From an optimization exercise on the open Yosys and OpenROAD flow, aimed at small area, a short achievable clock period and few clock cycles per item; shortcuts taken in it are not production practice. Where RTL was checked, it was by simulation tests only, not by an equivalence proof against the original. For runs 1 to 5, only the layout was checked, not whether the RTL still works. Power is estimated from default activity; no workload was simulated.

==> config.mk <==
export PLATFORM = sky130hd
export DESIGN_NAME = friction_interp
export DESIGN_NICKNAME = friction_interp
export VERILOG_FILES = /design/flow/design.v
export SDC_FILE = /design/flow/constraint.sdc
export NUM_CORES = 4
export LEC_CHECK = 0
export CAP_MARGIN = 20
export CORE_MARGIN = 2
export CORE_UTILIZATION = 40
export SLEW_MARGIN = 20
==> constraint.sdc <==
create_clock -name core_clock -period 12.0 [get_ports {clk}]
set_input_delay 2.4000 -clock core_clock [delete_from_list [all_inputs] [get_ports {clk}]]
set_output_delay 2.4000 -clock core_clock [all_outputs]
set_load 0.01 [all_outputs]
==> design.v <==
module friction_interp (
    input  wire        clk,
    input  wire        rst,
    input  wire        start,
    input  wire [31:0] p,
    input  wire [31:0] pos_min,
    input  wire [31:0] span,
    input  wire        rotary,
    output wire        busy,
    output reg         done,
    output wire [31:0] term,
    output wire        mem_req,
    output wire [7:0]  mem_addr,
    input  wire [31:0] mem_rdata
);
    reg         idle, sub, lin, run;
    reg  [5:0]  cnt;           
    reg         divq;          
    reg         modq;          
    reg         alnq;          
    reg         firstq;        
    reg         hornq;         
    reg         idxq;          
    reg         selq;          
    reg  [31:0] s_reg;         
    reg         rot;
    reg         sgn;           
    reg         big;           
    reg         ovf;           
    reg  [31:0] rem;           
    reg  [31:0] a;             
    reg  [31:0] m;             
    reg  [47:0] acc;
    reg  [15:0] fr;
    reg  [7:0]  idx;
    reg  [7:0]  addr;
    assign busy     = !idle;
    assign mem_req  = run;
    assign mem_addr = addr;
    assign term     = acc[47:16];
    wire        addm  = rem[31];                   
    wire [31:0] x1    = {rem[30:0], a[31]};
    wire [31:0] x2    = s_reg ^ {32{!addm}};
    wire        lo_z  = (x1[7:0] == 8'd0);
    wire        cin   = lin ? lo_z : !addm;
    wire [33:0] y_c   = {1'b0, x1, 1'b1} + {1'b0, x2, cin};
    wire [32:0] y     = y_c[33:1];
    wire        r_neg = x1[31] ^ x2[31] ^ y[32];    
    wire        ge    = !y[31];
    wire        qbit  = ge;
    wire [7:0]  neg_lo = ~x1[7:0] + 8'd1;
    reg  [31:0] s_top;         
    integer k;
    always @(*) begin
        s_top[31] = s_reg[31];
        for (k = 30; k >= 0; k = k - 1) s_top[k] = s_top[k+1] | s_reg[k];
    end
    wire [30:0] r_diff = rem[30:0] ^ {31{sgn}};      
    wire        wide   = |(r_diff & ~s_top[31:1]);
    wire        shr    = alnq & wide;
    wire [32:0] lo    = {1'b0, acc[30:0], fr[15]} + {1'b0, m};
    wire [15:0] u2    = acc[46:31];
    wire [15:0] u2p   = u2 + 16'd1;
    wire [15:0] u2m   = u2 - 16'd1;
    wire [15:0] hi    = (lo[32] & !m[31]) ? u2p : (!lo[32] & m[31]) ? u2m : u2;
    wire [7:0]  inc   = idx + 8'd1;
    wire [7:0]  nxt   = (!rot && idx == 8'd255) ? 8'd255 : inc;
    wire [7:0]  addr1 = idxq ? ({a[6:0], 1'b1} | {8{ovf}}) : nxt;
    wire [7:0]  addr0 = idxq ? ({a[6:0], 1'b0} | {8{ovf}}) : idx;
    wire [5:0]  cnt_n = shr ? cnt + 6'd1 : cnt - 6'd1;
    always @(posedge clk) begin
        if (rst) begin
            idle <= 1'b1;
            sub  <= 1'b0;
            lin  <= 1'b0;
            run  <= 1'b0;
            done <= 1'b0;
            divq <= 1'b0;
        end else begin
            done <= 1'b0;
            if (idle) begin
                if (start) begin
                    idle <= 1'b0;
                    sub  <= 1'b1;
                end
            end
            if (sub) begin
                sub  <= 1'b0;
                lin  <= !rot;
                run  <= rot;
                divq <= rot;
            end
            if (lin) begin
                lin  <= 1'b0;
                run  <= 1'b1;
                divq <= 1'b1;
            end
            if (run) begin
                divq <= (cnt_n >= 6'd4);
                if (cnt == 6'd1) begin
                    run  <= 1'b0;
                    idle <= 1'b1;
                    done <= 1'b1;
                end
            end
        end
    end
    always @(posedge clk) begin
        if (sub) cnt <= 6'd28;
        else if (run) cnt <= cnt_n;
        alnq   <= sub ? rot : (alnq & wide);
        modq   <= sub ? rot : (run & rot & (cnt_n >= 6'd28));
        idxq   <= run & (cnt_n == 6'd20);
        selq   <= run & (cnt_n <= 6'd19) & (cnt_n >= 6'd4);
        firstq <= run & (cnt_n == 6'd17);
        hornq  <= run & (cnt_n <= 6'd16) & (cnt_n >= 6'd1);
    end
    always @(posedge clk) begin
        if (idle) begin
            s_reg <= pos_min;
            m     <= span;
            rot   <= rotary;
            rem   <= {1'b0, p[31:1]};
            a[31] <= p[0];
        end
        if (sub) begin
            sgn   <= r_neg;
            big   <= y[31] & !r_neg;
            ovf   <= 1'b0;
            rem   <= {r_neg, y[31:1]};
            a     <= {y[0], 31'd0};
            s_reg <= rot ? {1'b0, m[30:0]} : {8'd0, y[31:8]};
        end
        if (lin) begin
            rem   <= sgn ? 32'd0 : {1'b0, y[31:1]};
            a     <= sgn ? 32'd0 : {y[0], neg_lo, 23'd0};
            s_reg <= {1'b0, m[30:0]};
            ovf   <= big;
        end
        if (shr) begin
            rem   <= {rem[31], rem[31:1]};
            a     <= {rem[0], a[31:1]};
        end else if (divq) begin
            rem   <= y[31:0];
            a     <= {a[30:0], modq ? 1'b0 : qbit};
            if (!rot && cnt == 6'd28) ovf <= ovf | ge;
        end
        if (run) m <= mem_rdata;
        if (idxq) idx <= {a[6:0], qbit} | {8{ovf}};
        if (idxq | selq)
            addr <= qbit ? addr1 : addr0;
        if (firstq) begin
            acc <= {{16{m[31]}}, m[31:16]};
            fr  <= m[15:0];
        end else if (hornq) begin
            acc <= {hi, lo[31:0]};
            fr  <= {fr[14:0], 1'b0};
        end
    end
endmodule
==> run.sh <==
#!/bin/bash
# synth_recipe.tcl (not shown) runs the flow's synth.tcl, then flattens the netlist and writes it again
# the make line also repeats each setting of config.mk as NAME=value (left out here)
make -C /OpenROAD-flow-scripts/flow DESIGN_CONFIG=/design/flow/config.mk WORK_HOME=/design/flow/orfs CLKGATE_MAP_FILE= SYNTH_SCRIPT=/design/flow/synth_recipe.tcl finish
==> summary.txt, run 1 <==
Place
  • Pre-CTS setup slack: 7.00 ns
  • Placed insts: 2264
  • GP Congestion: 0.938
  • PortBufs: 174
  • DP HPWL: 36500 µm

Timing
  • Final setup TNS: 0 ns
  • RSZ-0062 raised after global routing: false
  • Minimum clock period: 5.16 ns
  • Fmax: 194 MHz
  • Relative slew margins: 0.286
  • Crit share post-route: 0.430
  • Final WS setup: 6.84 ns
  • Count of final setup violators: 0
  • Max Slew Vio Count: 0
  • Skew final: 0.0137 ns
  • Worst Max-Slew Pin Slew: 1.07 ns
  • Final Hold Viols: 0

Final layout
  • Final std cells w/o fill: 2316
  • Final Net Count: 1975
  • Antenna cell count: 0
  • P&R area growth vs syn: 17.4%
  • Biggest register: acc
  • Share of cells above drive strength 1: 0.0804
  • Max reg flops: 48

CTS
  • Deepest clock path buffer count: 3
  • H-tree Lvls: 1
  • CTS sink cnt: 230
  • Worst skew pair latency: 0.56 ns
  • Clock buffer count from CTS: 28
  • Clock transition at the registers of the reported paths: 0.06 ns
  • Post-CTS setup buffers: 0
  • Hold-fix buffers, CTS: 0
  • Number of gates resized after CTS: 0
  • TritonCTS clock tree: yes
  • Root Buffer Master: clkbuf_16

Floorplan
  • DIE AREA: 41700 µm²
  • Core box area: 39600 µm²
  • Die Y-Extent: 204 µm
  • Num rows: 73
  • I/O pins: 175
  • DIE WIDTH: 204 µm
  • Starting Density: 0.404

Worst setup path
  • CP Capture Type: flop
  • Worst-path maximum fanout: 14
  • CP Class: reg2reg
  • Delay-heaviest family, CP: compound AO/OA/AOI/OAI gates
  • CP peak stage delay: 0.67 ns
  • Data arrival, critical path: 5.55 ns
  • CP Data Required Time: 12.39 ns
  • Buf/Inv on CP: 1
  • Slowest CP cell: or4_1
  • CP Launch Type: flop
  • Flop2flop setup slack: 6.84 ns
  • CP dominant cell by count: a211oi_1
  • Crit path cell chain: inv_1 > ha_1 > nor4bb_1 > a21o_1 > fa_1 > a21oi_1 > o211ai_1 > a211oi_1 > a211oi_1 > o21ai_1 > a2111o_1 > nand3_1 > or4_1 > a32oi_1

Synthesis
  • Post-Synth XOR/XNOR Area: 0.0590
  • Seq cells post-synth: 230
  • Most frequent cell after synthesis: edfxtp_1
  • Synth warn: 1
  • Post-Synth Adder-Cell Area: 0.0587
  • Synth Area in Compound Gates: 0.224
  • Ys flop type: edfxtp_1
  • Cells after synthesis: 1678
  • Cell Area, Synth: 16000 µm²
  • Sequential fraction of the synthesis area: 0.408
  • Syn avg cell area: 9.55 µm²
  • Yosys top cell area share: 0.363
  • Post-Synth Simple-Gate Area: 0.158
  • Commonest cells in the netlist: edfxtp_1, nand2_1, o21ai_0
  • Mux contribution to synthesized area: 0.0426
  • Synth async-reset ratio: 0
  • Net Count, Synth: 1884
  • Post-synth EDFFs: 194
  • Top post-synthesis cells by area: edfxtp_1, ha_1, dfxtp_1
  • Leading area contributor after synthesis: edfxtp_1
  • Distinct cell type count after synthesis: 87
  • Largest family of logic cells by synthesized area: compound AO/OA/AOI/OAI gates

Global routing
  • Pin count of the biggest net entering global routing: 88
  • GRT Total Usage: 0.238
  • Overflow after GRT: 0
  • First-pass GRT wire length: 77700 µm
  • Initial antenna violation count: 0
  • Number of global-route vias before repair: 13400

Power
  • Total Power: 4.62 mW
  • Int Pwr: 2.55 mW
  • Switching share of power: 0.448
  • Pwr per Cell Area: 245 nW/µm²
  • Peak VDD IR: 122 µV
  • Power share of the combinational group: 0.525
  • Flop pwr share: 0.297
  • Leakage: 7.02 nW
  • P_sw: 2.07 mW
  • Clock share of power: 0.177

Route
  • Wirelength per Cell: 21.6 µm
  • 1st-pass router iterations: 8
  • Via density per instance: 6.01
  • DRC Markers: 0
  • 1st-iter DRT viols: 1332
  • Post-DRT Antenna Nets: 0
  • Total number of vias: 13900
  • Routed WL: 50100 µm

Worst hold path
  • Worst hold path type: reg2reg

Flow run
  • Max Cap Violations: 0

Run status
  • Status: timing/DRC/antenna clean
## kinds of logic after synthesis
group,count (synthesis)
compound gates,516
xor+xnor,108
fa+ha+maj,74
buf+inv,175
flops,230
mux,62
simple gates,513
## area by class of cell
| cell class | instances | area, µm² |
|---|---|---|
| clock buffers | 40 | 787 |
| clock inverters | 12 | 81.3 |
| fillers | 3761 | 20800 |
| inverters | 46 | 173 |
| multi-input cells | 1273 | 8720 |
| flip-flops and latches | 230 | 6550 |
| well taps | 525 | 657 |
| repair buffers | 190 | 1860 |
## routing by layer
layer	global-route usage	part of all wire
met5	0	0
met4	0.0624	0.025
met3	0.0274	0.066
met2	0.382	0.46
met1	0.339	0.45
## through the flow
step                hold slack, ns  cell area, µm²  utilization
finish                       0.528           18800        0.475
global route                 0.559           18800        0.475
CTS                          0.515           18800        0.475
detailed placement           0.502           18000        0.453
global placement             0.480           18000        0.453
floorplan                    0.462           16000            -
## layout by cell type (no fill, tap or decap), drive strengths merged, types with 16 or more instances in the layout
master         count
nor3              27
o211ai            23
nand2            172
clkbuf            40
nand2b            19
buf               16
nor2b             16
and3              21
a22o              17
ha                72
dfxtp             36
a221oi            18
or3               21
edfxtp           194
inv               46
nand3             60
a21o              41
a22oi             40
xnor2             74
nand4             17
o21ai            129
a21oi             82
clkdlybuf4s50    174
nor2              87
mux2              50
xor2              34
## power by group through the flow
stage / registers, mW / logic, mW / clock network, mW
finish: 1.37 / 2.42 / 0.819
global route: 1.40 / 2.65 / 0.862
CTS: 1.37 / 2.38 / 0.833
detailed placement: 1.38 / 2.37 / 0
global placement: 1.38 / 2.35 / 0
floorplan: 1.25 / 1.79 / 0
## worst paths after layout
kind,cells past startpoint,from,to
worst max-delay path,14,a[31],addr[7]
worst min-delay path,2,acc[47],acc[47]
worst max register to register,14,a[31],addr[7]
worst min register to register,2,acc[47],acc[47]
## worst reg2reg max path, delay by kind of cell (launching register included)
family | cells | cell delay (ns)
adder cells (fa/ha/maj) | 2 | 0.64
flip-flops | 1 | 0.47
AO/OA/AOI/OAI | 8 | 2.45
buffers and inverters | 1 | 0.11
AND/OR/NAND/NOR | 3 | 1.31
==> run 2: changes to the inputs <==
--- a/design.v
+++ b/design.v
@@ -21,6 +21,7 @@
     reg         firstq;        
     reg         hornq;         
     reg         idxq;          
+    reg         qshq;          
     reg         selq;          
     reg  [31:0] s_reg;         
     reg         rot;
@@ -31,8 +32,6 @@
     reg  [31:0] a;             
     reg  [31:0] m;             
     reg  [47:0] acc;
-    reg  [15:0] fr;
-    reg  [7:0]  idx;
     reg  [7:0]  addr;
     assign busy     = !idle;
     assign mem_req  = run;
@@ -58,11 +57,12 @@
     wire [30:0] r_diff = rem[30:0] ^ {31{sgn}};      
     wire        wide   = |(r_diff & ~s_top[31:1]);
     wire        shr    = alnq & wide;
-    wire [32:0] lo    = {1'b0, acc[30:0], fr[15]} + {1'b0, m};
+    wire [32:0] lo    = {1'b0, acc[30:0], a[23]} + {1'b0, m};
     wire [15:0] u2    = acc[46:31];
     wire [15:0] u2p   = u2 + 16'd1;
     wire [15:0] u2m   = u2 - 16'd1;
     wire [15:0] hi    = (lo[32] & !m[31]) ? u2p : (!lo[32] & m[31]) ? u2m : u2;
+    wire [7:0]  idx   = a[7:0] | {8{ovf}};     
     wire [7:0]  inc   = idx + 8'd1;
     wire [7:0]  nxt   = (!rot && idx == 8'd255) ? 8'd255 : inc;
     wire [7:0]  addr1 = idxq ? ({a[6:0], 1'b1} | {8{ovf}}) : nxt;
@@ -111,6 +111,7 @@
         alnq   <= sub ? rot : (alnq & wide);
         modq   <= sub ? rot : (run & rot & (cnt_n >= 6'd28));
         idxq   <= run & (cnt_n == 6'd20);
+        qshq   <= sub | lin | (run & (cnt_n >= 6'd20));
         selq   <= run & (cnt_n <= 6'd19) & (cnt_n >= 6'd4);
         firstq <= run & (cnt_n == 6'd17);
         hornq  <= run & (cnt_n <= 6'd16) & (cnt_n >= 6'd1);
@@ -142,19 +143,18 @@
             a     <= {rem[0], a[31:1]};
         end else if (divq) begin
             rem   <= y[31:0];
-            a     <= {a[30:0], modq ? 1'b0 : qbit};
+            if (qshq) a <= {a[30:0], modq ? 1'b0 : qbit};
             if (!rot && cnt == 6'd28) ovf <= ovf | ge;
         end
         if (run) m <= mem_rdata;
-        if (idxq) idx <= {a[6:0], qbit} | {8{ovf}};
         if (idxq | selq)
             addr <= qbit ? addr1 : addr0;
         if (firstq) begin
-            acc <= {{16{m[31]}}, m[31:16]};
-            fr  <= m[15:0];
+            acc     <= {{16{m[31]}}, m[31:16]};
+            a[23:8] <= m[15:0];
         end else if (hornq) begin
-            acc <= {hi, lo[31:0]};
-            fr  <= {fr[14:0], 1'b0};
+            acc     <= {hi, lo[31:0]};
+            a[23:8] <= {a[22:8], 1'b0};
         end
     end
 endmodule
==> run 2 against run 1 <==
Against the previous run: still clean on timing, DRC and antenna; sequential cell count fell by 23; routed wire length fell by 3.5%; first-iteration DRC count fell by 17%; via count fell by 2.4%; largest power group unchanged.
==> summary.txt, run 2 <==
CTS
  • Post-CTS setup buffers: 0 (unchanged)
  • Clock transition at the registers of the reported paths: 0.06 ns (about the same)
  • Deepest clock path buffer count: 3 (unchanged)
  • H-tree Lvls: 1 (unchanged)
  • Clock buffer count from CTS: 25 (-11%)
  • Number of gates resized after CTS: 0 (unchanged)
  • CTS sink cnt: 207 (-10%)
  • Root Buffer Master: clkbuf_16
  • Worst skew pair latency: 0.55 ns (about the same)
  • TritonCTS clock tree: yes
  • Hold-fix buffers, CTS: 0 (unchanged)

Route
  • Total number of vias: 13600 (-2.4%)
  • Post-DRT Antenna Nets: 0 (unchanged)
  • Via density per instance: 5.94 (-1.1%)
  • DRC Markers: 0 (unchanged)
  • 1st-iter DRT viols: 1109 (-17%)
  • 1st-pass router iterations: 5 (-3)
  • Wirelength per Cell: 21.1 µm (-2.3%)
  • Routed WL: 48300 µm (-3.5%)

Final layout
  • Multi-input gate area: 8720 µm² (about the same)
  • Max reg flops: 48 (unchanged)
  • Antenna cell count: 0 (unchanged)
  • Biggest register: acc
  • P&R area growth vs syn: 18.0%
  • Final Net Count: 1963 (-0.61%)
  • Sequential standard cell area: 5530 µm² (-16%)
  • Share of cells above drive strength 1: 0.0743 (-0.00608)
  • Most frequent cells in the layout: clkdlybuf4s50_1, edfxtp_1, o21ai_0
  • # fillers: 3599 (-4.3%)
  • Most common cell after layout, fill and taps aside: clkdlybuf4s50_1

Place
  • GP Congestion: 0.935 (-0.36%)
  • PortBufs: 174 (unchanged)
  • Pre-CTS setup slack: 7.31 ns (+0.308 ns)
  • DP HPWL: 34800 µm (-4.8%)

Global routing
  • Met1 usage: 0.336 (-0.00344)
  • Pin count of the biggest net entering global routing: 102 (+16%)
  • Number of global-route vias before repair: 13200 (-1.6%)
  • First-pass GRT wire length: 74900 µm (-3.6%)
  • Met3 Track Usage GR: 0.0375 (+0.0100)
  • GRT Total Usage: 0.246 (+0.00792)
  • Met2 usage: 0.395 (+0.0126)
  • Most used routing layer: met2
  • Overflow after GRT: 0 (unchanged)
  • Initial antenna violation count: 0 (unchanged)

Synthesis
  • Yosys top cell area share: 0.275 (-0.0881)
  • Ys flop type: edfxtp_1
  • Commonest cells in the netlist: edfxtp_1, o21ai_0, nand2_1
  • Cells after synthesis: 1672 (-0.36%)
  • Leading area contributor after synthesis: edfxtp_1
  • Syn avg cell area: 9.01 µm² (-5.8%)
  • Top post-synthesis cells by area: edfxtp_1, dfxtp_1, ha_1
  • Cell Area, Synth: 15100 µm² (-6.1%)
  • Net Count, Synth: 1878 (-0.32%)
  • Post-synth EDFFs: 138 (-29%)
  • Distinct cell type count after synthesis: 86 (-1.1%)
  • Seq cells post-synth: 207 (-10%)
  • Synth async-reset ratio: 0 (unchanged)
  • Sequential fraction of the synthesis area: 0.367 (-0.0413)
  • Synth warn: 1 (unchanged)
  • Most frequent cell after synthesis: edfxtp_1

Power
  • Pwr per Cell Area: 255 nW/µm² (+4.0%)
  • Total Power: 4.53 mW (-1.9%)
  • Leakage: 6.53 nW (-6.9%)
  • Peak VDD IR: 125 µV (+2.7%)

Timing
  • Crit share post-route: 0.393 (-0.0377)
  • Minimum clock period: 4.71 ns (-0.453 ns)
  • Final WS setup: 7.29 ns (+0.453 ns)
  • Fmax: 212 MHz (+9.6%)
  • Relative slew margins: 0.303 (+0.0178)
  • Final Hold Viols: 0 (unchanged)
  • Skew final: 0.0169 ns (+0.00316 ns)
  • Final setup TNS: 0 ns (unchanged)
  • RSZ-0062 raised after global routing: false
  • Max Slew Vio Count: 0 (unchanged)
  • Worst Max-Slew Pin Slew: 1.04 ns (-0.0306 ns)
  • Count of final setup violators: 0 (unchanged)

Worst setup path
  • CP Capture Type: flop
  • Data arrival, critical path: 4.98 ns (-0.57 ns)
  • Worst r2r src: a[31]
  • CP Class: reg2reg
  • CP Launch Type: flop
  • CP Data Required Time: 12.27 ns (-0.12 ns)
  • Critical Path Source: a[31]
  • Worst-path maximum fanout: 19 (+5)

Floorplan
  • Die Y-Extent: 198 µm (-3.0%)
  • Core box area: 37400 µm² (-5.7%)
  • Starting Density: 0.403 (-0.00186)
  • I/O pins: 175 (unchanged)
  • DIE AREA: 39200 µm² (-6.0%)
  • DIE WIDTH: 198 µm (-3.0%)
  • Num rows: 71 (-2.7%)

Worst hold path
  • Hold Path Origin: a[28]
  • Worst hold path type: reg2reg

Flow run
  • Max Cap Violations: 0 (unchanged)

Run status
  • Status: timing/DRC/antenna clean
## run 2: logic make-up after synthesis
group / after synthesis / share of synthesized area
AND/OR/NAND/NOR: 477 / 0.154
adder cells (fa/ha/maj): 74 / 0.0625
AO/OA/AOI/OAI: 565 / 0.257
multiplexers: 49 / 0.0356
buffers and inverters: 182 / 0.0550
XOR/XNOR: 118 / 0.0691
flip-flops: 207 / 0.367
## run 2: cell type report
type                    instances  area share
multi-input cells            1283       0.491
flip-flops and latches        207       0.311
repair buffers                194       0.106
clock buffers                  31      0.0412
well taps                     511      0.0360
inverters                      46     0.00972
clock inverters                15     0.00486
## run 2: path summary, 6_finish.rpt
path         cells past startpoint      end  slack (ns)
max reg2reg                     17  addr[4]        7.29
min                              2    a[27]        0.49
min reg2reg                      2    a[27]        0.49
max                             17  addr[4]        7.29
## run 2: where the power goes
group | switching, mW | total, mW | internal (mW)
Combinational | 1.45 | 2.48 | 1.02
Sequential | 0.286 | 1.30 | 1.01
Clock | 0.321 | 0.755 | 0.434
Total | 2.06 | 4.53 | 2.47
## run 2: routing by layer
| layer | share of wire | vias up |
|---|---|---|
| li1 | - | 6479 |
| met1 | 0.45 | 6495 |
| met2 | 0.44 | 533 |
| met3 | 0.069 | 86 |
| met4 | 0.037 | 0 |
| met5 | 0 | - |
## run 2: worst max-delay path, cell delays in order (launching register included)
cell,delay (ns)
dfxtp_1,0.45
inv_1,0.10
ha_1,0.24
nor4b_1,0.17
and2_1,0.20
a21o_1,0.17
fa_1,0.40
a21o_1,0.21
a221o_1,0.38
o221ai_1,0.29
nand4_1,0.15
a22oi_1,0.25
nor2_1,0.08
a311o_1,0.32
buf_4,0.21
or3b_2,0.49
a22oi_1,0.19
a32oi_1,0.13
## run 2: through the flow
step | utilization | area [µm²] | hold slack, ns | instances
2_1_floorplan | - | 15100 | 0.442 | 1672
3_3_place_gp | 0.453 | 16900 | 0.472 | 2241
3_5_place_dp | 0.453 | 17000 | 0.484 | 2241
4_1_cts | 0.475 | 17800 | 0.492 | 2287
5_1_grt | 0.475 | 17800 | 0.521 | 2287
6_report | 0.475 | 17800 | 0.487 | 2287
==> run 3: changes to the inputs <==
--- a/design.v
+++ b/design.v
@@ -33,6 +33,7 @@
     reg  [31:0] m;             
     reg  [47:0] acc;
     reg  [7:0]  addr;
+    reg         qd;            
     assign busy     = !idle;
     assign mem_req  = run;
     assign mem_addr = addr;
@@ -65,8 +66,6 @@
     wire [7:0]  idx   = a[7:0] | {8{ovf}};     
     wire [7:0]  inc   = idx + 8'd1;
     wire [7:0]  nxt   = (!rot && idx == 8'd255) ? 8'd255 : inc;
-    wire [7:0]  addr1 = idxq ? ({a[6:0], 1'b1} | {8{ovf}}) : nxt;
-    wire [7:0]  addr0 = idxq ? ({a[6:0], 1'b0} | {8{ovf}}) : idx;
     wire [5:0]  cnt_n = shr ? cnt + 6'd1 : cnt - 6'd1;
     always @(posedge clk) begin
         if (rst) begin
@@ -96,7 +95,7 @@
                 divq <= 1'b1;
             end
             if (run) begin
-                divq <= (cnt_n >= 6'd4);
+                divq <= (cnt_n >= 6'd5);
                 if (cnt == 6'd1) begin
                     run  <= 1'b0;
                     idle <= 1'b1;
@@ -106,12 +105,12 @@
         end
     end
     always @(posedge clk) begin
-        if (sub) cnt <= 6'd28;
+        if (sub) cnt <= 6'd29;
         else if (run) cnt <= cnt_n;
         alnq   <= sub ? rot : (alnq & wide);
-        modq   <= sub ? rot : (run & rot & (cnt_n >= 6'd28));
-        idxq   <= run & (cnt_n == 6'd20);
-        qshq   <= sub | lin | (run & (cnt_n >= 6'd20));
+        modq   <= sub ? rot : (run & rot & (cnt_n >= 6'd29));
+        idxq   <= run & (cnt_n == 6'd20);    
+        qshq   <= sub | lin | (run & (cnt_n >= 6'd21));
         selq   <= run & (cnt_n <= 6'd19) & (cnt_n >= 6'd4);
         firstq <= run & (cnt_n == 6'd17);
         hornq  <= run & (cnt_n <= 6'd16) & (cnt_n >= 6'd1);
@@ -144,11 +143,14 @@
         end else if (divq) begin
             rem   <= y[31:0];
             if (qshq) a <= {a[30:0], modq ? 1'b0 : qbit};
-            if (!rot && cnt == 6'd28) ovf <= ovf | ge;
+            if (!rot && cnt == 6'd29) ovf <= ovf | ge;
         end
         if (run) m <= mem_rdata;
-        if (idxq | selq)
-            addr <= qbit ? addr1 : addr0;
+        qd <= qbit;
+        if (idxq)
+            addr <= idx;
+        else if (selq)
+            addr <= qd ? nxt : idx;
         if (firstq) begin
             acc     <= {{16{m[31]}}, m[31:16]};
             a[23:8] <= m[15:0];
==> run 3 against run 2 <==
Against the previous run: die area shrank 1.1%; clock-buffer cell count grew 3; via count shrank 3.3%; utilization grew 0.51 points; clock power grew 2.9%; register-to-register slack gained 0.29 ns; clock skew shrank 0.0046 ns; setup slack gained 0.29 ns; synthesized cell count shrank 2.8%; still clean on timing, DRC and antenna; sequential share of layout area grew 0.45 points.
==> summary.txt, run 3 <==
Worst setup path
  • Crit path cell chain: or4_1 > nor3_2 > o22a_1 > a2111oi_2 > o31a_4 > nor2_8 > buf_4 > mux2i_1 > xor2_1 > or3_1 > mux2i_1
  • CP Capture Type: flop
  • Critical Path Sink: selq
  • CP dominant cell by count: mux2i_1
  • Slowest CP cell: buf_4
  • Flop2flop setup slack: 7.58 ns (+0.29 ns)
  • Worst r2r src: sgn
  • Critical Path Source: sgn
  • CP Class: reg2reg
  • CP peak stage delay: 0.66 ns (+0.17 ns)
  • Data arrival, critical path: 4.87 ns (-0.11 ns)
  • FF-to-FF path depth: 11 (-6)
  • CP Data Required Time: 12.45 ns (+0.18 ns)
  • CP Launch Type: flop
  • Worst-path maximum fanout: 60 (+41)
  • RR Endpoint: selq

Power
  • Peak VDD IR: 109 µV (-13%)
  • Leakage: 6.54 nW (+0.12%)
  • Total Power: 4.34 mW (-4.1%)
  • Pwr per Cell Area: 247 nW/µm² (-3.1%)

Synthesis
  • Cells after synthesis: 1625 (-2.8%)
  • Sequential fraction of the synthesis area: 0.373 (+0.00563)
  • Yosys top cell area share: 0.278 (+0.00322)
  • Cell Area, Synth: 14900 µm² (-1.2%)
  • Syn avg cell area: 9.16 µm² (+1.7%)
  • Distinct cell type count after synthesis: 85 (-1.2%)
  • Top post-synthesis cells by area: edfxtp_1, dfxtp_1, ha_1
  • Net Count, Synth: 1830 (-2.6%)
  • Commonest cells in the netlist: edfxtp_1, nand2_1, nor2_1
  • Seq cells post-synth: 208 (+0.48%)
  • Ys flop type: edfxtp_1
  • Post-synth EDFFs: 138 (unchanged)
  • Leading area contributor after synthesis: edfxtp_1
  • Synth warn: 1 (unchanged)
  • Synth async-reset ratio: 0 (unchanged)
  • Most frequent cell after synthesis: edfxtp_1

Timing
  • Count of final setup violators: 0 (unchanged)
  • Final hold slack: 0.511 ns (+0.0245 ns)
  • Fmax: 226 MHz (+6.5%)
  • Max Slew Vio Count: 0 (unchanged)
  • Final setup TNS: 0 ns (unchanged)
  • Final Hold Viols: 0 (unchanged)
  • Final WS setup: 7.58 ns (+0.287 ns)
  • RSZ-0062 raised after global routing: false
  • Relative slew margins: 0.302 (-0.00168)
  • Minimum clock period: 4.42 ns (-0.287 ns)
  • Crit share post-route: 0.369 (-0.0239)
  • Worst Max-Slew Pin Slew: 1.05 ns (+0.00637 ns)
  • Skew final: 0.0123 ns (-0.00456 ns)

Global routing
  • Number of global-route vias before repair: 12700 (-3.8%)
  • Pin count of the biggest net entering global routing: 94 (-7.8%)
  • Overflow after GRT: 0 (unchanged)
  • Initial antenna violation count: 0 (unchanged)
  • First-pass GRT wire length: 72300 µm (-3.5%)
  • GRT Total Usage: 0.236 (-0.00925)

Place
  • Pre-CTS setup slack: 7.30 ns (-0.00667 ns)
  • PortBufs: 174 (unchanged)
  • DP HPWL: 33800 µm (-2.9%)
  • Placed insts: 2161 (-3.6%)
  • GP Congestion: 0.927 (-0.91%)
  • Placed cell areas: 16700 µm² (-1.3%)

Run status
  • Status: timing/DRC/antenna clean

CTS
  • Number of gates resized after CTS: 0 (unchanged)
  • Hold-fix buffers, CTS: 0 (unchanged)
  • Worst skew pair latency: 0.52 ns (-0.03 ns)
  • Post-CTS setup buffers: 0 (unchanged)
  • TritonCTS clock tree: yes
  • Deepest clock path buffer count: 3 (unchanged)
  • Root Buffer Master: clkbuf_16
  • H-tree Lvls: 1 (unchanged)
  • CTS sink cnt: 208 (+0.48%)
  • Clock buffer count from CTS: 25 (unchanged)
  • Clock transition at the registers of the reported paths: 0.06 ns (about the same)

Final layout
  • Max reg flops: 48 (unchanged)
  • Most frequent cells in the layout: clkdlybuf4s50_1, edfxtp_1, nand2_1
  • # fillers: 3469 (-3.6%)
  • Post-Layout Inst Area: 17600 µm² (-1.1%)
  • Final std cells w/o fill: 2207 (-3.5%)
  • Final Net Count: 1926 (-1.9%)
  • Biggest register: acc
  • Most common cell after layout, fill and taps aside: clkdlybuf4s50_1
  • P&R area growth vs syn: 18.1%
  • Finished Core Util: 0.480 (+0.00512)
  • Share of cells above drive strength 1: 0.0799 (+0.00561)
  • Antenna cell count: 0 (unchanged)

Route
  • DRC Markers: 0 (unchanged)
  • Post-DRT Antenna Nets: 0 (unchanged)
  • Wirelength per Cell: 21.1 µm (-0.22%)
  • Via density per instance: 5.96 (+0.20%)
  • 1st-iter DRT viols: 1209 (+9.0%)
  • Routed WL: 46500 µm (-3.7%)
  • Total number of vias: 13100 (-3.3%)
  • 1st-pass router iterations: 7 (+2)

Flow run
  • Max Cap Violations: 0 (unchanged)

Worst hold path
  • Worst hold path type: reg2reg

Floorplan
  • Starting Density: 0.407 (+0.00393)
  • I/O pins: 175 (unchanged)
  • DIE WIDTH: 197 µm (-0.57%)
  • Num rows: 70 (-1.4%)
  • Die Y-Extent: 197 µm (-0.57%)
  • DIE AREA: 38800 µm² (-1.1%)
  • Core box area: 36600 µm² (-2.1%)
## run 3: worst min path at each step
stage | startpoint | end | slack, ns | cells after the start
global route | big | ovf | 0.53 | 2
detailed placement | big | ovf | 0.50 | 2
global placement | a[29] | a[28] | 0.51 | 1
CTS | big | ovf | 0.52 | 2
floorplan | big | ovf | 0.46 | 2
finish | big | ovf | 0.51 | 2
## run 3: metal layers
layer / up-vias / wire length, µm / part of all wire / track usage
met3: 67 / 3610 / 0.078 / 0.0370
met4: 0 / 1210 / 0.026 / 0.0677
met1: 6281 / 20500 / 0.44 / 0.323
li1: 6297 / - / - / -
met2: 499 / 21200 / 0.46 / 0.387
met5: - / 0 / 0 / 0
## run 3: kinds of logic after synthesis
family          synth area share
buf+inv                   0.0522
flops                      0.373
simple gates               0.144
mux                       0.0509
fa+ha+maj                 0.0624
xor+xnor                  0.0687
compound gates             0.249
## run 3: critical path: cells and delay by family, from the launching register on
family,cells,cell delay (ns)
AND/OR/NAND/NOR,4,1.76
flip-flops,1,0.62
AO/OA/AOI/OAI,3,0.59
buffers and inverters,1,0.66
XOR/XNOR,1,0.18
multiplexers,2,0.46
## run 3: power breakdown
| group | internal, mW | switching [mW] | total [mW] | leakage [nW] |
|---|---|---|---|---|
| Combinational | 0.943 | 1.35 | 2.29 | 4.20 |
| Sequential | 0.997 | 0.277 | 1.27 | 1.94 |
| Clock | 0.468 | 0.309 | 0.777 | 0.400 |
## run 3: area by class of cell
class                      count  area (µm²)  area share
clock buffer                  34         691      0.0393
multi-input combinational   1250        8570       0.487
clock inverter                11         141     0.00804
inverter                      45         169     0.00961
sequential                   208        5550       0.316
tap                          468         586      0.0333
timing repair buffer         191        1880       0.107
==> run 4: changes to the inputs <==
--- a/design.v
+++ b/design.v
@@ -66,7 +66,8 @@
     wire [7:0]  idx   = a[7:0] | {8{ovf}};     
     wire [7:0]  inc   = idx + 8'd1;
     wire [7:0]  nxt   = (!rot && idx == 8'd255) ? 8'd255 : inc;
-    wire [5:0]  cnt_n = shr ? cnt + 6'd1 : cnt - 6'd1;
+    wire [5:0]  cnt_d = cnt - 6'd1;
+    wire [5:0]  cnt_n = shr ? cnt + 6'd1 : cnt_d;
     always @(posedge clk) begin
         if (rst) begin
             idle <= 1'b1;
@@ -95,7 +96,7 @@
                 divq <= 1'b1;
             end
             if (run) begin
-                divq <= (cnt_n >= 6'd5);
+                divq <= (cnt_d >= 6'd5);
                 if (cnt == 6'd1) begin
                     run  <= 1'b0;
                     idle <= 1'b1;
@@ -108,12 +109,12 @@
         if (sub) cnt <= 6'd29;
         else if (run) cnt <= cnt_n;
         alnq   <= sub ? rot : (alnq & wide);
-        modq   <= sub ? rot : (run & rot & (cnt_n >= 6'd29));
-        idxq   <= run & (cnt_n == 6'd20);    
-        qshq   <= sub | lin | (run & (cnt_n >= 6'd21));
-        selq   <= run & (cnt_n <= 6'd19) & (cnt_n >= 6'd4);
-        firstq <= run & (cnt_n == 6'd17);
-        hornq  <= run & (cnt_n <= 6'd16) & (cnt_n >= 6'd1);
+        modq   <= sub ? rot : (run & rot & ((cnt_d >= 6'd29) | shr));
+        idxq   <= run & (cnt_d == 6'd20);    
+        qshq   <= sub | lin | (run & (cnt_d >= 6'd21));
+        selq   <= run & (cnt_d <= 6'd19) & (cnt_d >= 6'd4);
+        firstq <= run & (cnt_d == 6'd17);
+        hornq  <= run & (cnt_d <= 6'd16) & (cnt_d >= 6'd1);
     end
     always @(posedge clk) begin
         if (idle) begin
==> run 4 against run 3 <==
Against the previous run: synthesized area increased by 5.5%; clock power increased by 3.3%; still clean on timing, DRC and antenna; sequential cell count unchanged; via count increased by 8.4%; setup slack improved by 0.18 ns; critical path type unchanged; sequential share of layout area decreased by 1.4 points; hold slack got worse by 0.018 ns; final area increased by 4.7%.
==> summary.txt, run 4 <==
Run status
  • Status: timing/DRC/antenna clean

Synthesis
  • Commonest cells in the netlist: nand2_1, edfxtp_1, o21ai_0
  • Seq cells post-synth: 208 (unchanged)
  • Most frequent cell after synthesis: nand2_1
  • Cells after synthesis: 1761 (+8.4%)
  • Net Count, Synth: 1968 (+7.5%)
  • Cell Area, Synth: 15700 µm² (+5.5%)
  • Leading area contributor after synthesis: edfxtp_1
  • Synth warn: 1 (unchanged)
  • Mux contribution to synthesized area: 0.0622 (+0.0113)
  • Post-Synth Simple-Gate Area: 0.163 (+0.0189)
  • Sequential fraction of the synthesis area: 0.353 (-0.0196)
  • Distinct cell type count after synthesis: 89 (+4.7%)
  • Synth Area in Compound Gates: 0.243 (-0.00581)
  • Yosys top cell area share: 0.264 (-0.0146)
  • Syn avg cell area: 8.92 µm² (-2.6%)
  • Top post-synthesis cells by area: edfxtp_1, dfxtp_1, ha_1
  • Synth async-reset ratio: 0 (unchanged)
  • Post-synth EDFFs: 138 (unchanged)
  • Post-Synth XOR/XNOR Area: 0.0591 (-0.00958)
  • Post-Synth Adder-Cell Area: 0.0607 (-0.00168)
  • Ys flop type: edfxtp_1
  • Largest family of logic cells by synthesized area: compound AO/OA/AOI/OAI gates

Worst setup path
  • CP Data Required Time: 12.43 ns (-0.02 ns)
  • Worst-path maximum fanout: 5 (-92%)
  • Data arrival, critical path: 4.68 ns (-0.19 ns)
  • Crit path cell chain: inv_1 > ha_1 > or4bb_1 > o22ai_2 > fa_1 > a211oi_2 > o21ai_0 > a221oi_2 > a211oi_1 > nor2_1 > a221oi_1 > xor2_1 > o311ai_0 > o21a_1
  • CP Launch Type: flop
  • Slowest CP cell: a211oi_1
  • CP peak stage delay: 0.57 ns (-0.09 ns)
  • CP Capture Type: flop
  • CP Class: reg2reg

Final layout
  • Most frequent cells in the layout: clkdlybuf4s50_1, nand2_1, edfxtp_1
  • P&R area growth vs syn: 17.2%
  • Final Net Count: 2047 (+6.3%)
  • Max reg flops: 48 (unchanged)
  • Finished Core Util: 0.475 (-0.00492)
  • Biggest register: acc
  • # fillers: 3749 (+8.1%)
  • Share of cells above drive strength 1: 0.0920 (+0.0121)
  • Most common cell after layout, fill and taps aside: clkdlybuf4s50_1
  • Antenna cell count: 0 (unchanged)

Timing
  • Minimum clock period: 4.25 ns (-0.177 ns)
  • Crit share post-route: 0.354 (-0.0147)
  • Skew final: 0.0118 ns (-0.000573 ns)
  • Final Hold Viols: 0 (unchanged)
  • Relative slew margins: 0.282 (-0.0199)
  • Fmax: 235 MHz (+4.2%)
  • Worst Max-Slew Pin Slew: 1.07 ns (+0.0260 ns)
  • Final setup TNS: 0 ns (unchanged)
  • Count of final setup violators: 0 (unchanged)
  • RSZ-0062 raised after global routing: false
  • Max Slew Vio Count: 0 (unchanged)

Place
  • GP Congestion: 0.972 (+5.0%)
  • DP HPWL: 37400 µm (+11%)
  • PortBufs: 174 (unchanged)

Global routing
  • Overflow after GRT: 0 (unchanged)
  • Number of global-route vias before repair: 13700 (+8.1%)
  • Met3 Track Usage GR: 0.0448 (+0.00786)
  • GRT Total Usage: 0.241 (+0.00489)
  • Pin count of the biggest net entering global routing: 76 (-19%)
  • First-pass GRT wire length: 78200 µm (+8.1%)
  • Met1 usage: 0.331 (+0.00759)
  • Initial antenna violation count: 0 (unchanged)
  • Met2 usage: 0.392 (+0.00425)
  • Most used routing layer: met2

CTS
  • Post-CTS setup buffers: 0 (unchanged)
  • Clock buffer count from CTS: 25 (unchanged)
  • Clock transition at the registers of the reported paths: 0.06 ns (about the same)
  • H-tree Lvls: 1 (unchanged)
  • Worst skew pair latency: 0.54 ns (+0.02 ns)
  • Root Buffer Master: clkbuf_16
  • Number of gates resized after CTS: 0 (unchanged)
  • Deepest clock path buffer count: 3 (unchanged)
  • TritonCTS clock tree: yes
  • CTS sink cnt: 208 (unchanged)
  • Hold-fix buffers, CTS: 0 (unchanged)

Power
  • Pwr per Cell Area: 249 nW/µm² (+0.78%)
  • Power share of the combinational group: 0.553 (+0.025)
  • Clock share of power: 0.175 (-0.004)
  • Leakage: 6.99 nW (+6.9%)
  • Int Pwr: 2.48 mW (+2.9%)
  • Peak VDD IR: 105 µV (-3.3%)
  • Flop pwr share: 0.271 (-0.022)
  • Switching share of power: 0.459 (+0.0137)
  • P_sw: 2.11 mW (+8.8%)

Worst hold path
  • Worst hold path type: reg2reg

Route
  • Total number of vias: 14200 (+8.4%)
  • Post-DRT Antenna Nets: 0 (unchanged)
  • Wirelength per Cell: 21.5 µm (+1.7%)
  • Routed WL: 51000 µm (+9.6%)
  • Via density per instance: 5.99 (+0.65%)
  • 1st-iter DRT viols: 1101 (-8.9%)
  • 1st-pass router iterations: 5 (-2)
  • DRC Markers: 0 (unchanged)

Floorplan
  • DIE WIDTH: 202 µm (+2.7%)
  • DIE AREA: 40900 µm² (+5.4%)
  • I/O pins: 175 (unchanged)
  • Starting Density: 0.405 (-0.00104)
  • Die Y-Extent: 202 µm (+2.7%)
  • Core box area: 38700 µm² (+5.8%)
  • Num rows: 72 (+2.9%)

Flow run
  • Max Cap Violations: 0 (unchanged)
## run 4: stage by stage
stage	instance area [µm²]	total power [mW]	setup slack [ns]	hold WS [ns]	instances
2_1_floorplan	15700	3.01	8.25	0.456	1761
3_3_place_gp	17500	3.72	7.85	0.486	2331
3_5_place_dp	17500	3.72	7.83	0.482	2331
4_1_cts	18400	4.55	7.79	0.497	2377
5_1_grt	18400	4.88	7.43	0.525	2377
6_report	18400	4.58	7.75	0.493	2377
## run 4: logic make-up (layout without fill, tap and decap cells)
kind of cell,after synthesis,count (layout)
and+or+nand+nor,528,528
adders and majority gates,75,75
muxes,89,89
buffers and inverters,196,294
AOI/OAI and AO/OA,559,559
DFF,208,208
xor gates and xnor gates,106,106
## run 4: path summary, 6_finish.rpt
check / startpoint / end / slack (ns) / cells past startpoint
worst min register to register: a[28] / a[27] / 0.49 / 2
worst max register to register: rem[0] / a[0] / 7.75 / 14
worst max-delay path: rem[0] / a[0] / 7.75 / 14
worst min-delay path: a[28] / a[27] / 0.49 / 2
## run 4: layout make-up
| type | instances | area, µm² | share of cell area |
|---|---|---|---|
| inverter | 53 | 199 | 0.0108 |
| tap | 518 | 648 | 0.0352 |
| timing repair buffer | 195 | 1900 | 0.103 |
| sequential | 208 | 5550 | 0.301 |
| clock inverter | 17 | 170 | 0.00924 |
| clock buffer | 29 | 693 | 0.0376 |
| multi-input combinational | 1357 | 9260 | 0.503 |
## run 4: power by group through the flow
stage | clock, mW | combinational, mW | sequential, mW
floorplan | 0 | 1.89 | 1.11
global placement | 0 | 2.47 | 1.25
detailed placement | 0 | 2.47 | 1.25
CTS | 0.816 | 2.50 | 1.24
global route | 0.844 | 2.76 | 1.27
finish | 0.803 | 2.54 | 1.24
## run 4: metal layers
metal	routed length, µm	vias up	share of wire
met5	0	-	0
met4	1130	0	0.022
met3	4250	80	0.083
met2	23100	588	0.45
met1	22500	6830	0.44
li1	-	6751	-
## run 4: critical path: cells and delay by family, from the launching register on
| family | cells | cell delay (ns) |
|---|---|---|
| fa+ha+maj | 2 | 0.51 |
| simple gates | 2 | 0.51 |
| compound gates | 8 | 2.05 |
| xor+xnor | 1 | 0.50 |
| buf+inv | 1 | 0.13 |
| flops | 1 | 0.45 |
==> run 5: changes to the inputs <==
--- a/design.v
+++ b/design.v
@@ -20,7 +20,6 @@
     reg         alnq;          
     reg         firstq;        
     reg         hornq;         
-    reg         idxq;          
     reg         qshq;          
     reg         selq;          
     reg  [31:0] s_reg;         
@@ -32,11 +31,12 @@
     reg  [31:0] a;             
     reg  [31:0] m;             
     reg  [47:0] acc;
-    reg  [7:0]  addr;
+    reg  [7:0]  nxtq;          
     reg         qd;            
-    assign busy     = !idle;
+    reg         busy_r;
+    assign busy     = busy_r;
     assign mem_req  = run;
-    assign mem_addr = addr;
+    assign mem_addr = (qd & selq) ? nxtq : a[7:0];
     assign term     = acc[47:16];
     wire        addm  = rem[31];                   
     wire [31:0] x1    = {rem[30:0], a[31]};
@@ -63,7 +63,7 @@
     wire [15:0] u2p   = u2 + 16'd1;
     wire [15:0] u2m   = u2 - 16'd1;
     wire [15:0] hi    = (lo[32] & !m[31]) ? u2p : (!lo[32] & m[31]) ? u2m : u2;
-    wire [7:0]  idx   = a[7:0] | {8{ovf}};     
+    wire [7:0]  idx   = a[7:0];
     wire [7:0]  inc   = idx + 8'd1;
     wire [7:0]  nxt   = (!rot && idx == 8'd255) ? 8'd255 : inc;
     wire [5:0]  cnt_d = cnt - 6'd1;
@@ -76,12 +76,14 @@
             run  <= 1'b0;
             done <= 1'b0;
             divq <= 1'b0;
+            busy_r <= 1'b0;
         end else begin
             done <= 1'b0;
             if (idle) begin
                 if (start) begin
                     idle <= 1'b0;
                     sub  <= 1'b1;
+                    busy_r <= 1'b1;
                 end
             end
             if (sub) begin
@@ -96,23 +98,23 @@
                 divq <= 1'b1;
             end
             if (run) begin
-                divq <= (cnt_d >= 6'd5);
+                divq <= (cnt_d >= 6'd4);
                 if (cnt == 6'd1) begin
                     run  <= 1'b0;
                     idle <= 1'b1;
                     done <= 1'b1;
+                    busy_r <= 1'b0;
                 end
             end
         end
     end
     always @(posedge clk) begin
-        if (sub) cnt <= 6'd29;
+        if (sub) cnt <= 6'd28;
         else if (run) cnt <= cnt_n;
         alnq   <= sub ? rot : (alnq & wide);
-        modq   <= sub ? rot : (run & rot & ((cnt_d >= 6'd29) | shr));
-        idxq   <= run & (cnt_d == 6'd20);    
-        qshq   <= sub | lin | (run & (cnt_d >= 6'd21));
-        selq   <= run & (cnt_d <= 6'd19) & (cnt_d >= 6'd4);
+        modq   <= sub ? rot : (run & rot & ((cnt_d >= 6'd28) | shr));
+        qshq   <= sub | lin | (run & (cnt_d >= 6'd20));
+        selq   <= run & (cnt_d <= 6'd18) & (cnt_d >= 6'd3);
         firstq <= run & (cnt_d == 6'd17);
         hornq  <= run & (cnt_d <= 6'd16) & (cnt_d >= 6'd1);
     end
@@ -143,15 +145,12 @@
             a     <= {rem[0], a[31:1]};
         end else if (divq) begin
             rem   <= y[31:0];
-            if (qshq) a <= {a[30:0], modq ? 1'b0 : qbit};
-            if (!rot && cnt == 6'd29) ovf <= ovf | ge;
+            if (qshq) a <= {a[30:0], modq ? 1'b0 : (qbit | ovf)};
+            if (!rot && cnt == 6'd28) ovf <= ovf | ge;
         end
         if (run) m <= mem_rdata;
-        qd <= qbit;
-        if (idxq)
-            addr <= idx;
-        else if (selq)
-            addr <= qd ? nxt : idx;
+        qd   <= qbit;
+        nxtq <= nxt;
         if (firstq) begin
             acc     <= {{16{m[31]}}, m[31:16]};
             a[23:8] <= m[15:0];
==> run 5 against run 4 <==
Against the previous run: power decreased by 1.4%; synthesized area decreased by 3.1%; non-clock buffer count shrank 3; first-iteration DRC count decreased by 12%; hold slack got worse by 0.022 ns; die area fell by 3.0%; combinational power shrank 3%; via count shrank 6.7%; setup slack lost 0.18 ns; sequential cell count is the same; register-to-register slack gained 0.05 ns; largest cell class unchanged.
==> summary.txt, run 5 <==
Synthesis
  • Ys flop type: edfxtp_1
  • Synth async-reset ratio: 0 (unchanged)
  • Most frequent cell after synthesis: nand2_1
  • Syn avg cell area: 9.25 µm² (+3.8%)
  • Post-synth EDFFs: 130 (-5.8%)
  • Leading area contributor after synthesis: edfxtp_1
  • Sequential fraction of the synthesis area: 0.359 (+0.00597)
  • Yosys top cell area share: 0.256 (-0.00739)
  • Synth warn: 1 (unchanged)
  • Commonest cells in the netlist: nand2_1, edfxtp_1, nor2_1
  • Net Count, Synth: 1853 (-5.8%)
  • Distinct cell type count after synthesis: 92 (+3.4%)
  • Cells after synthesis: 1645 (-6.6%)
  • Top post-synthesis cells by area: edfxtp_1, dfxtp_1, ha_1
  • Cell Area, Synth: 15200 µm² (-3.1%)
  • Seq cells post-synth: 208 (unchanged)

Global routing
  • Number of global-route vias before repair: 13000 (-5.2%)
  • Overflow after GRT: 0 (unchanged)
  • GRT Total Usage: 0.237 (-0.00378)
  • Initial antenna violation count: 2 (+2)
  • First-pass GRT wire length: 73400 µm (-6.2%)
  • Pin count of the biggest net entering global routing: 72 (-5.3%)

Timing
  • Final setup TNS: 0 ns (unchanged)
  • Skew final: 0.0145 ns (+0.00268 ns)
  • RSZ-0062 raised after global routing: false
  • Crit share post-route: 0.369 (+0.0151)
  • Worst Max-Slew Pin Slew: 0.891 ns (-0.183 ns)
  • Minimum clock period: 4.43 ns (+0.182 ns)
  • Fmax: 226 MHz (-4.1%)
  • Count of final setup violators: 0 (unchanged)
  • Final Hold Viols: 0 (unchanged)
  • Relative slew margins: 0.406 (+0.125)
  • Max Slew Vio Count: 0 (unchanged)

CTS
  • Worst skew pair latency: 0.55 ns (about the same)
  • Root Buffer Master: clkbuf_16
  • CTS sink cnt: 208 (unchanged)
  • H-tree Lvls: 1 (unchanged)
  • Post-CTS setup buffers: 0 (unchanged)
  • TritonCTS clock tree: yes
  • Hold-fix buffers, CTS: 0 (unchanged)
  • Number of gates resized after CTS: 0 (unchanged)
  • Deepest clock path buffer count: 3 (unchanged)
  • Clock buffer count from CTS: 25 (unchanged)
  • Clock transition at the registers of the reported paths: 0.06 ns (about the same)

Final layout
  • Most common cell after layout, fill and taps aside: clkdlybuf4s50_1
  • Biggest register: acc
  • Max reg flops: 48 (unchanged)
  • Share of cells above drive strength 1: 0.0957 (+0.00374)
  • P&R area growth vs syn: 17.2% (about the same)
  • Final Net Count: 1944 (-5.0%)
  • Most frequent cells in the layout: clkdlybuf4s50_1, nand2_1, edfxtp_1

Worst setup path
  • CP Capture Type: output pin
  • Data arrival, critical path: 2.03 ns (-2.65 ns)
  • CP Launch Type: flop
  • CP Data Required Time: 9.60 ns (-2.83 ns)
  • FF-to-FF path depth: 9 (-5)
  • RR Endpoint: rem[15]
  • Flop2flop setup slack: 7.80 ns (+0.05 ns)
  • Worst r2r src: sgn
  • Worst-path maximum fanout: 8 (+3)
  • CP Class: reg2out

Flow run
  • Max Cap Violations: 0 (unchanged)

Place
  • PortBufs: 174 (unchanged)
  • DP HPWL: 34500 µm (-7.7%)
  • GP Congestion: 0.917 (-5.7%)

Route
  • Wirelength per Cell: 20.8 µm (-2.8%)
  • DRC Markers: 0 (unchanged)
  • Routed WL: 47300 µm (-7.3%)
  • Post-DRT Antenna Nets: 0 (unchanged)
  • 1st-iter DRT viols: 964 (-12%)
  • Total number of vias: 13300 (-6.7%)
  • Via density per instance: 5.86 (-2.2%)
  • 1st-pass router iterations: 5 (unchanged)

Worst hold path
  • Min-Delay Endpoint: busy_r
  • Worst hold path type: reg2reg
  • Hold Path Origin: busy_r
  • Worst hold stages: 2 (unchanged)

Power
  • Peak VDD IR: 105 µV (+0.32%)
  • Total Power: 4.52 mW (-1.4%)
  • Pwr per Cell Area: 253 nW/µm² (+1.8%)
  • Leakage: 6.60 nW (-5.7%)

Floorplan
  • Starting Density: 0.405 (about the same)
  • Num rows: 71 (-1.4%)
  • Die Y-Extent: 199 µm (-1.5%)
  • DIE AREA: 39600 µm² (-3.0%)
  • Core box area: 37600 µm² (-3.0%)
  • I/O pins: 175 (unchanged)
  • DIE WIDTH: 199 µm (-1.5%)

Run status
  • Status: timing/DRC/antenna clean
-- run 5: final cells by class --
| class | instances | area, µm² |
|---|---|---|
| fill | 3617 | 19700 |
| multi-input combinational | 1263 | 8860 |
| sequential | 208 | 5470 |
| timing repair buffer | 192 | 1880 |
| clock buffer | 34 | 743 |
| tap | 511 | 639 |
| inverter | 46 | 173 |
| clock inverter | 12 | 67.6 |
| antenna | 1 | 2.50 |
-- run 5: how the worst max path moves through the flow --
stage                     slack [ns]     endpoint  cells after the start    start
final                           7.57  mem_addr[2]                      3       qd
after global routing            7.51  mem_addr[6]                      3       qd
after CTS                       7.54  mem_addr[6]                      3       qd
after detailed placement        7.62    s_reg[23]                     12  rem[31]
after global placement          7.76    s_reg[23]                     12  rem[31]
after floorplan                 8.48      rem[30]                     13  rem[31]
-- run 5: cell families (layout without fill, tap and decap cells) --
| kind of cell | count (synthesis) | in the layout | share of synthesized area |
|---|---|---|---|
| mux | 90 | 90 | 0.0648 |
| buf+inv | 174 | 284 | 0.0596 |
| other cells | 0 | 1 | 0 |
| flops | 208 | 208 | 0.359 |
| fa+ha+maj | 76 | 76 | 0.0635 |
| simple gates | 468 | 468 | 0.152 |
| xor+xnor | 118 | 118 | 0.0679 |
| compound gates | 511 | 511 | 0.234 |
-- run 5: routing by layer --
layer | wire length (µm) | vias to the layer above | share of wire | track usage
li1 | - | 6334 | - | -
met5 | 13 | - | 0.00028 | 0
met1 | 20500 | 6418 | 0.43 | 0.316
met4 | 1580 | 2 | 0.033 | 0.0829
met3 | 3140 | 79 | 0.066 | 0.0375
met2 | 22000 | 460 | 0.47 | 0.391
-- run 5: stage by stage --
stage                     setup slack (ns)  hold WS (ns)  utilization  cells  instance area (µm²)
final                                 7.57         0.471        0.475   2267                17800
after global routing                  7.51         0.498        0.475   2266                17800
after CTS                             7.54         0.475        0.474   2265                17800
after detailed placement              7.62         0.464        0.453   2219                17000
after global placement                7.76         0.469        0.453   2219                17000
after floorplan                       8.48         0.404            -   1645                15200
-- run 5: worst max-delay path, stage by stage, from the launching register on --
cell and delay, ns:
dfxtp_1 0.33, nand2_1 0.29, mux2_2 0.38, clkdlybuf4s50_1 0.48
-- run 5: power breakdown --
part / leakage, nW / total (mW) / internal (mW) / switching, mW
Clock: 0.410 / 0.755 / 0.435 / 0.320
Sequential: 1.94 / 1.29 / 1.01 / 0.289
Combinational: 4.25 / 2.47 / 1.03 / 1.45
Total: 6.60 / 4.52 / 2.47 / 2.05
==> run 6: changes to the inputs <==
--- a/design.v
+++ b/design.v
@@ -111,7 +111,7 @@
     always @(posedge clk) begin
         if (sub) cnt <= 6'd28;
         else if (run) cnt <= cnt_n;
-        alnq   <= sub ? rot : (alnq & wide);
+        alnq   <= sub ? rot : (run & alnq & wide);
         modq   <= sub ? rot : (run & rot & ((cnt_d >= 6'd28) | shr));
         qshq   <= sub | lin | (run & (cnt_d >= 6'd20));
         selq   <= run & (cnt_d <= 6'd18) & (cnt_d >= 6'd3);
==> run 6 against run 5 <==
Against the previous run: largest cell class unchanged; setup slack lost 0.10 ns; maximum frequency decreased by 2.3%; synthesized area fell by 0.26%; final area increased by 0.37%; clock-buffer cell count grew 1; synthesized cell count is 3.3% higher; first-iteration DRC count shrank 12%; non-clock buffer count is 1 lower; highest routed layer is now met4.
==> summary.txt, run 6 <==
Final layout
  • Biggest register: acc
  • Most common cell after layout, fill and taps aside: clkdlybuf4s50_1
  • P&R area growth vs syn: 18.0%
  • Most frequent cells in the layout: clkdlybuf4s50_1, nand2_1, o21ai_0
  • Finished Core Util: 0.478 (+0.00289)
  • Post-Layout Inst Area: 17900 µm² (+0.37%)
  • Max reg flops: 48 (unchanged)
  • Antenna cell count: 0 (-1)
  • Final std cells w/o fill: 2310 (+1.9%)
  • Final Net Count: 1987 (+2.2%)
  • Share of cells above drive strength 1: 0.0773 (-0.0185)

Synthesis
  • Syn avg cell area: 8.94 µm² (-3.4%)
  • Synth async-reset ratio: 0 (unchanged)
  • Sequential fraction of the synthesis area: 0.360 (+0.000947)
  • Leading area contributor after synthesis: edfxtp_1
  • Synth warn: 1 (unchanged)
  • Cell Area, Synth: 15200 µm² (-0.26%)
  • Most frequent cell after synthesis: nand2_1
  • Ys flop type: edfxtp_1
  • Yosys top cell area share: 0.257 (+0.000676)
  • Seq cells post-synth: 208 (unchanged)
  • Commonest cells in the netlist: nand2_1, o21ai_0, edfxtp_1
  • Net Count, Synth: 1907 (+2.9%)
  • Distinct cell type count after synthesis: 94 (+2.2%)
  • Top post-synthesis cells by area: edfxtp_1, dfxtp_1, ha_1
  • Post-synth EDFFs: 130 (unchanged)
  • Cells after synthesis: 1699 (+3.3%)

Floorplan
  • Core box area: 37500 µm² (-0.24%)
  • DIE WIDTH: 199 µm (-0.13%)
  • I/O pins: 175 (unchanged)
  • Num rows: 71 (unchanged)
  • Die Y-Extent: 199 µm (-0.13%)
  • Starting Density: 0.405 (about the same)
  • DIE AREA: 39500 µm² (-0.26%)

Worst setup path
  • Slowest CP cell: edfxtp_1
  • CP peak stage delay: 0.86 ns (+0.38 ns)
  • CP Class: reg2reg
  • CP Launch Type: flop
  • Worst-path maximum fanout: 19 (+11)
  • Delay-heaviest family, CP: compound AO/OA/AOI/OAI gates
  • Data arrival, critical path: 4.84 ns (+2.81 ns)
  • CP Data Required Time: 12.31 ns (+2.71 ns)
  • Crit path cell chain: buf_4 > xnor2_1 > ha_1 > and3_1 > nand4_2 > o22ai_1 > a311o_1 > a221o_1 > a311oi_2 > xor2_2 > o21ai_1 > a221oi_2 > nor2_1
  • CP Capture Type: flop
  • Buf/Inv on CP: 1 (unchanged)

Power
  • Pwr per Cell Area: 244 nW/µm² (-3.7%)
  • Peak VDD IR: 116 µV (+10%)
  • Total Power: 4.37 mW (-3.3%)
  • Leakage: 6.68 nW (+1.2%)

Timing
  • Count of final setup violators: 0 (unchanged)
  • Worst Max-Slew Pin Slew: 1.03 ns (+0.140 ns)
  • Final hold slack: 0.473 ns (+0.00274 ns)
  • Skew final: 0.0307 ns (+0.0162 ns)
  • Crit share post-route: 0.378 (+0.00859)
  • Final Hold Viols: 0 (unchanged)
  • Final WS setup: 7.47 ns (-0.103 ns)
  • Relative slew margins: 0.313 (-0.0935)
  • RSZ-0062 raised after global routing: false
  • Fmax: 221 MHz (-2.3%)
  • Minimum clock period: 4.53 ns (+0.103 ns)
  • Max Slew Vio Count: 0 (unchanged)
  • Final setup TNS: 0 ns (unchanged)

Place
  • PortBufs: 174 (unchanged)
  • DP HPWL: 34700 µm (+0.43%)
  • GP Congestion: 0.950 (+3.5%)
  • Placed cell areas: 17000 µm² (about the same)
  • Pre-CTS setup slack: 7.48 ns (-0.149 ns)
  • Placed insts: 2262 (+1.9%)

Global routing
  • Initial antenna violation count: 0 (-2)
  • Number of global-route vias before repair: 13100 (+1.0%)
  • Met3 Track Usage GR: 0.0427 (+0.00526)
  • Met1 usage: 0.314 (-0.00193)
  • Most used routing layer: met2
  • GRT Total Usage: 0.238 (+0.000247)
  • Overflow after GRT: 0 (unchanged)
  • Pin count of the biggest net entering global routing: 99 (+38%)
  • First-pass GRT wire length: 73500 µm (+0.25%)
  • Met2 usage: 0.391 (about the same)

Route
  • Total number of vias: 13700 (+2.7%)
  • Post-DRT Antenna Nets: 0 (unchanged)
  • 1st-pass router iterations: 7 (+2)
  • Routed WL: 47500 µm (+0.61%)
  • DRC Markers: 0 (unchanged)
  • Via density per instance: 5.91 (+0.83%)
  • 1st-iter DRT viols: 845 (-12%)
  • Wirelength per Cell: 20.6 µm (-1.3%)

CTS
  • Clock transition at the registers of the reported paths: 0.06 ns (about the same)
  • Hold-fix buffers, CTS: 0 (unchanged)
  • CTS sink cnt: 208 (unchanged)
  • Post-CTS setup buffers: 0 (unchanged)
  • Root Buffer Master: clkbuf_16
  • Number of gates resized after CTS: 0 (unchanged)
  • TritonCTS clock tree: yes
  • H-tree Lvls: 1 (unchanged)
  • Clock buffer count from CTS: 26 (+4.0%)
  • Deepest clock path buffer count: 3 (unchanged)
  • Worst skew pair latency: 0.56 ns (about the same)

Flow run
  • Max Cap Violations: 0 (unchanged)

Run status
  • Status: timing/DRC/antenna clean

Worst hold path
  • Worst hold path type: reg2reg
==> run 6: cell count changes after synthesis, sizes merged, moves of 12 or more <==
cell / delta
a22oi: +16
a21oi: +16
a221oi: -14
inv: +15
nand3: -12
mux2: -18
o21ai: +33
nand2: +21
mux2i: -13
nor2: -16
a211oi: +18
clkbuf: +21
==> run 6: worst register-to-register path, delay by kind of cell, from the launching register on <==
kind	cells	cell delay, ns
compound gates	6	1.64
flops	1	0.86
simple gates	3	0.47
buf+inv	1	0.47
xor+xnor	2	0.46
fa+ha+maj	1	0.42
==> run 6: worst paths after layout <==
| kind | from | endpoint | slack [ns] | cells past startpoint |
|---|---|---|---|---|
| hold / removal | busy_r | busy_r | 0.47 | 2 |
| hold reg to reg | busy_r | busy_r | 0.47 | 2 |
| setup / recovery | rem[31] | rem[30] | 7.47 | 13 |
| setup reg to reg | rem[31] | rem[30] | 7.47 | 13 |
==> run 6: cell families (layout without fill, tap and decap cells) <==
family | Yosys count | after routing | synth area share
AOI/OAI and AO/OA | 579 | 579 | 0.257
DFF | 208 | 208 | 0.360
buffers and inverters | 202 | 302 | 0.0602
xor gates and xnor gates | 120 | 120 | 0.0706
muxes | 59 | 59 | 0.0431
and+or+nand+nor | 455 | 455 | 0.145
adders and majority gates | 76 | 76 | 0.0636
==> run 6: area by class of cell <==
type	count	area, µm²
fill	3637	19600
multi-input combinational	1289	8820
sequential	208	5470
timing repair buffer	191	1870
clock buffer	35	747
tap	511	639
inverter	63	236
clock inverter	13	131
==> run 6: metal layers <==
layer  up-vias  routed length (µm)
met5         -                   0
met4         0                1640
met3        92                3550
met2       514               21600
met1      6542               20800
li1       6510                   -
==> run 6: power breakdown <==
| part | switching, mW | internal (mW) |
|---|---|---|
| clock | 0.326 | 0.480 |
| sequential | 0.256 | 0.978 |
| combinational | 1.37 | 0.966 |
| total | 1.95 | 2.42 |
Testbench counts of run 6, summed over its fixed seeds: cycles 124,973, lookups 4,096.

afterwards: timing with drivers on the ports:
Ports are ideal in the flow. The routed layouts listed here were re-timed in OpenROAD. Step 1, drivers: a clkbuf_16 drives clk and a buf_2 each remaining input, both assumed. Step 2 adds t to the input delays and takes it off the output delays; t is the mean of the earliest and latest rising clock arrival at the registers after step 1. Input paths then give back, and output paths get back, about the clock's delay inside the block. a / b / c = ideal ports / drivers / drivers and shift; a / b = the first two.
run | shift t [ns] | setup slack, ns | clock arrival spread, ns | worst register clock-pin slew, ns
run 1 | 0.608 | 6.837 / 6.837 / 6.837 | 0.015 / 0.014 | 0.07 / 0.07
run 2 | 0.589 | 7.290 / 7.290 / 7.290 | 0.017 / 0.017 | 0.06 / 0.06
run 3 | 0.569 | 7.577 / 7.577 / 7.577 | 0.012 / 0.012 | 0.06 / 0.06
run 4 | 0.583 | 7.753 / 7.753 / 7.753 | 0.013 / 0.013 | 0.06 / 0.06
run 5 | 0.595 | 7.572 / 7.518 / 7.800 | 0.015 / 0.015 | 0.06 / 0.06
run 6 | 0.597 | 7.469 / 7.469 / 7.469 | 0.035 / 0.035 | 0.07 / 0.07
After both steps every run listed still meets setup and hold.
